What follows belongs to an exercise in optimizing a design on an open flow for small area, a short achievable clock period and few clock cycles per item; a production flow would make more cautious choices. Where RTL was checked, it was by simulation tests only, not by an equivalence proof against the original. No activity file was given, so power comes from the tool's default toggle rates.

the baseline:
## gate_fit
module gate_fit (
    input  wire         clk,
    input  wire         rst,
    input  wire         in_valid,
    output wire         in_ready,
    input  wire [31:0]  n,
    input  wire [79:0]  t1,
    input  wire [111:0] t2,
    output wire         out_valid,
    output wire [63:0]  p,
    output wire [63:0]  a,
    output wire [63:0]  f
);
    reg        a1_busy;          
    reg [5:0]  s1;               
    reg        a1_last;          
    reg        a1_x;             
    reg        a2_busy;          
    reg [4:0]  s2;               
    reg        a2_last;          
    reg        sel;              
    assign in_ready = ~a1_busy | a1_last;
    wire accept  = in_valid & in_ready;
    wire xfer    = a1_busy & a1_x;           
    wire hand    = a2_busy & a2_last;        
    wire [5:0] s1_n = accept ? 6'd0 : (a1_busy ? s1 + 6'd1 : s1);
    wire [4:0] s2_n = xfer ? 5'd0 : (a2_busy ? s2 + 5'd1 : s2);
    reg fa_0;      
    reg fa_b;      
    reg fa_17;     
    reg fa_18;     
    reg fa_19;     
    reg fb_b;      
    reg fb_16;     
    reg fb_5;      
    reg fb_25;     
    always @(posedge clk) begin
        if (rst) begin
            a1_busy <= 1'b0;
            s1      <= 6'd32;
            a1_last <= 1'b0;
            a1_x    <= 1'b0;
            a2_busy <= 1'b0;
            s2      <= 5'd26;
            a2_last <= 1'b0;
            sel     <= 1'b0;
            fa_0 <= 1'b0; fa_b <= 1'b0; fa_17 <= 1'b0; fa_18 <= 1'b0; fa_19 <= 1'b0;
            fb_b <= 1'b0; fb_16 <= 1'b0; fb_5 <= 1'b0; fb_25 <= 1'b0;
        end else begin
            if (accept)
                a1_busy <= 1'b1;
            else if (a1_last)
                a1_busy <= 1'b0;
            s1      <= s1_n;
  ...
==> flow/config.mk <==
export PLATFORM = sky130hd
export DESIGN_NAME = gate_fit
export DESIGN_NICKNAME = gate_fit
export VERILOG_FILES = /design/flow/design.v
export SDC_FILE = /design/flow/constraint.sdc
export NUM_CORES = 8
export LEC_CHECK = 0
export CAP_MARGIN = 20
export CORE_MARGIN = 2
export CORE_UTILIZATION = 50
export CTS_CLUSTER_DIAMETER = 100
export CTS_CLUSTER_SIZE = 25
export PLACE_DENSITY = 0.65
export SETUP_SLACK_MARGIN = 5
export SLEW_MARGIN = 20
==> flow/constraint.sdc <==
create_clock -name core_clock -period 10.0 [get_ports {clk}]
set_input_delay 2.0000 -clock core_clock [delete_from_list [all_inputs] [get_ports {clk}]]
set_output_delay 2.0000 -clock core_clock [all_outputs]
set_load 0.01 [all_outputs]
standard.sh (not shown) runs the stock make flow with config.mk's settings and CLKGATE_MAP_FILE= SYNTH_SCRIPT=/design/flow/synth_recipe.tcl, a recipe that flattens the netlist after the stock synthesis.
==> flow/flow/run.sh <==
#!/bin/bash
# The standard layout (the standard.sh, every step unchanged), except that
# the port buffers that global placement inserts on every input and output are
# the platform's smallest buffer, buf_1, instead of the automatically chosen one.
set -euo pipefail
cd "$(dirname "$0")/.."
bash standard.sh "BUFFER_PORTS_ARGS=-buffer_cell sky130_fd_sc_hd__buf_1" finish > standard_make.log 2>&1
Testbench counts of the baseline, summed over its fixed seeds: cycles 6,968, items 192.
diff inputs: the baseline => the candidate
-- flow/design.v --
<<< the baseline, line 156
    reg fa_17;     
    reg fa_18;     
    reg fa_19;     
    reg fb_b;      
    reg fb_16;     
    reg fb_5;      
    reg fb_25;     
    always @(posedge clk) begin
        if (rst) begin
>>> the candidate, line 156
    reg fa_17;     
    reg fa_18;     
    reg fb_b;      
    reg fb_17;     
    reg fb_5;      
    reg fb_26;     
    always @(posedge clk) begin
        if (rst) begin
<<< the baseline, line 168
            a1_x    <= 1'b0;
            a2_busy <= 1'b0;
            s2      <= 5'd26;
            a2_last <= 1'b0;
            sel     <= 1'b0;
            fa_0 <= 1'b0; fa_b <= 1'b0; fa_17 <= 1'b0; fa_18 <= 1'b0; fa_19 <= 1'b0;
            fb_b <= 1'b0; fb_16 <= 1'b0; fb_5 <= 1'b0; fb_25 <= 1'b0;
        end else begin
            if (accept)
>>> the candidate, line 167
            a1_x    <= 1'b0;
            a2_busy <= 1'b0;
            s2      <= 5'd27;
            a2_last <= 1'b0;
            sel     <= 1'b0;
            fa_0 <= 1'b0; fa_b <= 1'b0; fa_17 <= 1'b0; fa_18 <= 1'b0;
            fb_b <= 1'b0; fb_17 <= 1'b0; fb_5 <= 1'b0; fb_26 <= 1'b0;
        end else begin
            if (accept)
<<< the baseline, line 180
            s1      <= s1_n;
            a1_last <= (accept | (a1_busy & ~a1_last)) & (s1_n == 6'd32);
            a1_x    <= (accept | (a1_busy & ~a1_last)) & (s1_n == 6'd17);
            if (xfer)
                a2_busy <= 1'b1;
>>> the candidate, line 179
            s1      <= s1_n;
            a1_last <= (accept | (a1_busy & ~a1_last)) & (s1_n == 6'd32);
            a1_x    <= (accept | (a1_busy & ~a1_last)) & (s1_n == 6'd19);
            if (xfer)
                a2_busy <= 1'b1;
<<< the baseline, line 186
                a2_busy <= 1'b0;
            s2      <= s2_n;
            a2_last <= (xfer | (a2_busy & ~a2_last)) & (s2_n == 5'd26);
            if (hand)
                sel <= ~sel;
>>> the candidate, line 185
                a2_busy <= 1'b0;
            s2      <= s2_n;
            a2_last <= (xfer | (a2_busy & ~a2_last)) & (s2_n == 5'd27);
            if (hand)
                sel <= ~sel;
<<< the baseline, line 193
            fa_17 <= a1_busy & ~a1_last & (s1_n == 6'd17);
            fa_18 <= a1_busy & ~a1_last & (s1_n == 6'd18);
            fa_19 <= a1_busy & ~a1_last & (s1_n == 6'd19);
            fb_b  <= (xfer | (a2_busy & ~a2_last)) & (s2_n < 5'd17);
            fb_16 <= a2_busy & ~a2_last & (s2_n == 5'd16);
            fb_5  <= a2_busy & ~a2_last & (s2_n >= 5'd17) & (s2_n < 5'd25);
            fb_25 <= a2_busy & ~a2_last & (s2_n == 5'd25);
        end
    end
>>> the candidate, line 192
            fa_17 <= a1_busy & ~a1_last & (s1_n == 6'd17);
            fa_18 <= a1_busy & ~a1_last & (s1_n == 6'd18);
            fb_b  <= (xfer | (a2_busy & ~a2_last)) & (s2_n < 5'd17);
            fb_17 <= a2_busy & ~a2_last & (s2_n == 5'd17);
            fb_5  <= a2_busy & ~a2_last & (s2_n >= 5'd18) & (s2_n < 5'd26);
            fb_26 <= a2_busy & ~a2_last & (s2_n == 5'd26);
        end
    end
<<< the baseline, line 280
    sk_add #(68) u_add1 (.a(acc1), .b(emul ^ {68{bd_neg}}), .ci(bd_neg), .s(acc1_sum));
    wire [115:0] xf_op = ({116{fb_5}}  & {xf[113:0], 2'b0}) |
                         ({116{fb_25}} & {57'd0, m3[104:46]});
    wire [115:0] xf_sum;
    sk_add #(116) u_addf (.a(xf), .b(xf_op), .ci(1'b0), .s(xf_sum));
    always @(posedge clk) begin
        if (xfer) begin
            nlt2 <= (n_fix[31:1] == 31'd0);
            e2   <= e_val;
        end
        if (fa_18) begin
            m3   <= acc_m;
            m3z  <= (acc_m == 105'd0);
        end
        if (fa_19)
            za   <= xa;
        n2      <= xfer ? {2'b0, n_fix} : {2'b0, n2[33:2]};
        brw_d   <= xfer ? 1'b1 : brw_o;
>>> the candidate, line 278
    sk_add #(68) u_add1 (.a(acc1), .b(emul ^ {68{bd_neg}}), .ci(bd_neg), .s(acc1_sum));
    wire [115:0] xf_op = ({116{fb_5}}  & {xf[113:0], 2'b0}) |
                         ({116{fb_26}} & {57'd0, m3[104:46]});
    wire [115:0] xf_sum;
    sk_add #(116) u_addf (.a(xf), .b(xf_op), .ci(1'b0), .s(xf_sum));
    always @(posedge clk) begin
        if (fa_17)
            e2   <= e_val;
        if (xfer) begin
            nlt2 <= (n_fix[31:1] == 31'd0);
            m3   <= acc_m;
            m3z  <= (acc_m == 105'd0);
            za   <= xa;
        end
        n2      <= xfer ? {2'b0, n_fix} : {2'b0, n2[33:2]};
        brw_d   <= xfer ? 1'b1 : brw_o;
<<< the baseline, line 306
            low1 <= {acc1_sum[1:0], low1[33:2]};
        end
        xf <= fb_16 ? {20'd0, acc1_sum[63:0], low1[33:2]} : xf_sum;
    end
    wire        ov0, ov1;
>>> the candidate, line 302
            low1 <= {acc1_sum[1:0], low1[33:2]};
        end
        xf <= fb_17 ? {20'd0, d_val} : xf_sum;
    end
    wire        ov0, ov1;
### Flow results
The candidate has completed all stages; timing, DRC and antenna checks passed.
Y dimension of the die: the baseline vs the candidate — no meaningful difference
Going from the baseline to the candidate, synthesis-stage register bit count barely changed, data arrival time at the worst-slack endpoint went up 0.05 ns, critical path depth saw a decrease.
Share of power burned in the clock network of the baseline is on par with the candidate.
The lower met1 usage in global routing came out of the candidate.
The candidate reports a higher area after synthesis than the baseline does.
A slowest stage cell on the critical path of edfxtp_1 is what the candidate shows, while a221o_2 belongs to the baseline.
Testbench counts of the candidate, summed over its fixed seeds: cycles 6,992, items 192.


Another version of the RTL of gate_fit (not shown whole).
For scale: roughly 2500 flip-flops, roughly 420 I/O pins.
Design gate_fit, start of the top module:
module gate_fit (
    input  wire         clk,
    input  wire         rst,
    input  wire         in_valid,
    output wire         in_ready,
    input  wire [31:0]  n,
    input  wire [79:0]  t1,
    input  wire [111:0] t2,
    output wire         out_valid,
    output wire [63:0]  p,
    output wire [63:0]  a,
    output wire [63:0]  f
);
    reg        a1_busy;          
    reg [5:0]  s1;               
    reg        a1_last;          
    reg        a2_busy;          
    reg [4:0]  s2;               
    reg        a2_last;          
    reg        sel;              
    assign in_ready = ~a1_busy | a1_last;
    wire accept  = in_valid & in_ready;
    wire xfer    = a1_busy & a1_last;        
    wire hand    = a2_busy & a2_last;        
    wire [5:0] s1_n = accept ? 6'd0 : (a1_busy ? s1 + 6'd1 : s1);
    wire [4:0] s2_n = xfer ? 5'd0 : (a2_busy ? s2 + 5'd1 : s2);
    reg fa_0;      
    reg fa_m;      
    reg fa_b;      
    reg fa_17;     
    reg fa_32;     
    reg fb_b;      
    reg fb_17;     
    reg fb_5;      
    reg fb_26;     
    always @(posedge clk) begin
        if (rst) begin
            a1_busy <= 1'b0;
            s1      <= 6'd32;
            a1_last <= 1'b0;
            a2_busy <= 1'b0;
            s2      <= 5'd27;
            a2_last <= 1'b0;
            sel     <= 1'b0;
            fa_0 <= 1'b0; fa_m <= 1'b0; fa_b <= 1'b0; fa_17 <= 1'b0; fa_32 <= 1'b0;
            fb_b <= 1'b0; fb_17 <= 1'b0; fb_5 <= 1'b0; fb_26 <= 1'b0;
        end else begin
            if (accept)
                a1_busy <= 1'b1;
            else if (a1_last)
                a1_busy <= 1'b0;
            s1      <= s1_n;
            a1_last <= (accept | (a1_busy & ~a1_last)) & (s1_n == 6'd32);
            if (xfer)
                a2_busy <= 1'b1;
            else if (a2_last)
                a2_busy <= 1'b0;
            s2      <= s2_n;
            a2_last <= (xfer | (a2_busy & ~a2_last)) & (s2_n == 5'd27);
            if (hand)
                sel <= ~sel;
            fa_0  <= accept;
            fa_m  <= (accept | (a1_busy & ~a1_last)) & (s1_n < 6'd32);
            fa_b  <= (accept | (a1_busy & ~a1_last)) & (s1_n < 6'd17);
            fa_17 <= a1_busy & ~a1_last & (s1_n == 6'd17);
            fa_32 <= a1_busy & ~a1_last & (s1_n == 6'd32);
  ...
Settings: LEC_CHECK=0, CAP_MARGIN=20, CORE_MARGIN=2, CORE_UTILIZATION=50, CTS_CLUSTER_DIAMETER=100, CTS_CLUSTER_SIZE=25, PLACE_DENSITY=0.65, SETUP_SLACK_MARGIN=5, SLEW_MARGIN=20; clock period 10.0 ns.
Scripts as last shown in full above: flow/flow/run.sh
Testbench counts at the start, summed over its fixed seeds: cycles 7,096, items 192.
Change:
--- a/flow/design.v
+++ b/flow/design.v
@@ -41,50 +41,46 @@
     input  wire [115:0] zf_in,       
     output reg          ov,
     output wire [63:0]  p,
     output wire [63:0]  a,
     output wire [63:0]  f
 );
     reg        busy;
     reg [6:0]  cb;
-    reg        fb_0, fb_1, fb_inc;
+    reg        fb_0, fb_1;
     wire [6:0] cb_n = ld ? 7'd0 : (busy ? cb + 7'd1 : cb);
     always @(posedge clk) begin
         if (rst) begin
             busy   <= 1'b0;
             cb     <= 7'd65;
             ov     <= 1'b0;
             fb_0   <= 1'b0;
             fb_1   <= 1'b0;
-            fb_inc <= 1'b0;
         end else begin
             if (ld)
                 busy <= 1'b1;
             else if (cb == 7'd65)
                 busy <= 1'b0;
             cb     <= cb_n;
             ov     <= busy & ~ld & (cb_n == 7'd65);
             fb_0   <= (cb_n == 7'd0);
             fb_1   <= (cb_n == 7'd1);
-            fb_inc <= (cb_n == 7'd64);
         end
     end
     reg        z_all;            
     reg        z_f;              
     reg        ovf;              
     reg [95:0]  dp;
     reg [96:0]  rp;
-    reg [63:0]  lp;
+    reg [64:0]  lp;
     reg         qp;
     wire [96:0] sp;
-    sk_add #(97) u_divp (.a({rp[95:0], lp[63]}), .b({1'b0, dp} ^ {97{qp}}), .ci(qp), .s(sp));
+    sk_add #(97) u_divp (.a({rp[95:0], lp[64]}), .b({1'b0, dp} ^ {97{qp}}), .ci(qp), .s(sp));
     wire        qp_raw = ~sp[96];
-    wire [63:0] lp_inc;
-    sk_add #(64) u_incp (.a({1'b0, lp[63:1]}), .b(64'd0), .ci(lp[0]), .s(lp_inc));
     reg [65:0]  da;
     reg [66:0]  ra;
     reg [64:0]  la;
     reg         qa;
     wire [66:0] sa;
     sk_add #(67) u_diva (.a({ra[65:0], la[64]}), .b({1'b0, da} ^ {67{qa}}), .ci(qa), .s(sa));
     wire        qa_raw = ~sa[66];
     reg [105:0] df;
@@ -101,27 +97,27 @@
         if (ld) begin
             z_all <= nlt2;
             z_f   <= nlt2 | (m3_in == 105'd0);
             dp    <= d_in;
             da    <= {e_in, 1'b0};
             df    <= {m3_in, 1'b0};
         end
         ovf <= fb_0 ? qf_raw : ovf;
-        rp <= ld ? {34'd0, m3_in[104:42]} : sp;
-        lp <= ld ? {m3_in[41:0], 22'd0} : (fb_inc ? lp_inc : {lp[62:0], qp_bit});
+        rp <= ld ? {35'd0, m3_in[104:43]} : sp;
+        lp <= ld ? {m3_in[42:0], 22'd0} : {lp[63:0], qp_bit};
         qp <= ld | qp_raw;
         ra <= ld ? {3'b0, za_in[107:44]} : sa;
         la <= ld ? {za_in[43:0], e_in[20:0]} : {la[63:0], qa_bit};
         qa <= ld | qa_raw;
         rf <= ld ? {10'd0, zf_in[115:19]} : sf;
         lf <= ld ? {zf_in[18:0], m3_in[45:0]} : {lf[63:0], qf_bit};
         qf <= ld | qf_raw;
     end
-    assign p = lp;
+    assign p = lp[63:0];
     assign a = {~la[63], la[62:0]};
     assign f = lf[63:0];
 endmodule
 module gate_fit (
     input  wire         clk,
     input  wire         rst,
     input  wire         in_valid,
     output wire         in_ready,
@@ -285,12 +281,13 @@
     wire [63:0] p0, a0, f0, p1, a1, f1;
     gf_div3 u_b0 (.clk(clk), .rst(rst), .ld(hand & ~sel), .nlt2(nlt2), .d_in(d_val),
                   .e_in(e2), .m3_in(m3), .za_in(za), .zf_in(xf),
                   .ov(ov0), .p(p0), .a(a0), .f(f0));
     gf_div3 u_b1 (.clk(clk), .rst(rst), .ld(hand & sel), .nlt2(nlt2), .d_in(d_val),
                   .e_in(e2), .m3_in(m3), .za_in(za), .zf_in(xf),
                   .ov(ov1), .p(p1), .a(a1), .f(f1));
     assign out_valid = ov0 | ov1;
-    assign p = ov1 ? p1 : p0;
+    wire [63:0] pq = ov1 ? p1 : p0;
+    sk_add #(64) u_incp (.a({1'b0, pq[63:1]}), .b(64'd0), .ci(pq[0]), .s(p));
     assign a = ov1 ? a1 : a0;
     assign f = ov1 ? f1 : f0;
 endmodule
The changed run ran to the end with no violations.
Combinational power barely changes.
Design area decreases by about 0.46%.
Global-route usage increases by 1.1 points.
Register-to-register slack got worse by 40 ps.
Synthesized cell count decreases by about 1.8%.
Function not checked in the second run of this note: the RTL went through the layout flow alone.

==> port drivers added, routing unchanged <==
The flow's constraints put no driver on any port. The routed layouts listed below were extracted and timed again, unchanged, in two steps. Step 1 sets driving cells, clkbuf_16 on the clock port and buf_2 on the other inputs (assumed; they add their load-dependent delay and slew). Step 2, shift: input delay + t, output delay - t, t = (earliest + latest rising clock arrival at the registers) / 2. This alone moves slack from input paths to output paths. Three values: ideal, step 1, step 2; two values: the first two.
run | t, ns | setup slack, ns | worst slew at a driven data input, ns | pins driven straight from the clock port
the baseline | 0.949 | 5.076 / 4.998 / 4.538 | 0.16 | 1
the candidate | 0.959 | 5.007 / 5.007 / 4.693 | 0.08 | 1
the first run of note 2 | 0.954 | 5.078 / 4.958 / 4.799 | 0.09 | 1
the second run of note 2 | 0.952 | 3.712 / 3.600 / 4.551 | 0.13 | 1
After both steps every run listed still meets setup and hold. For the baseline, which loses most, drivers alone change the setup slack by -0.078 ns; drivers and shift together by -0.538 ns.
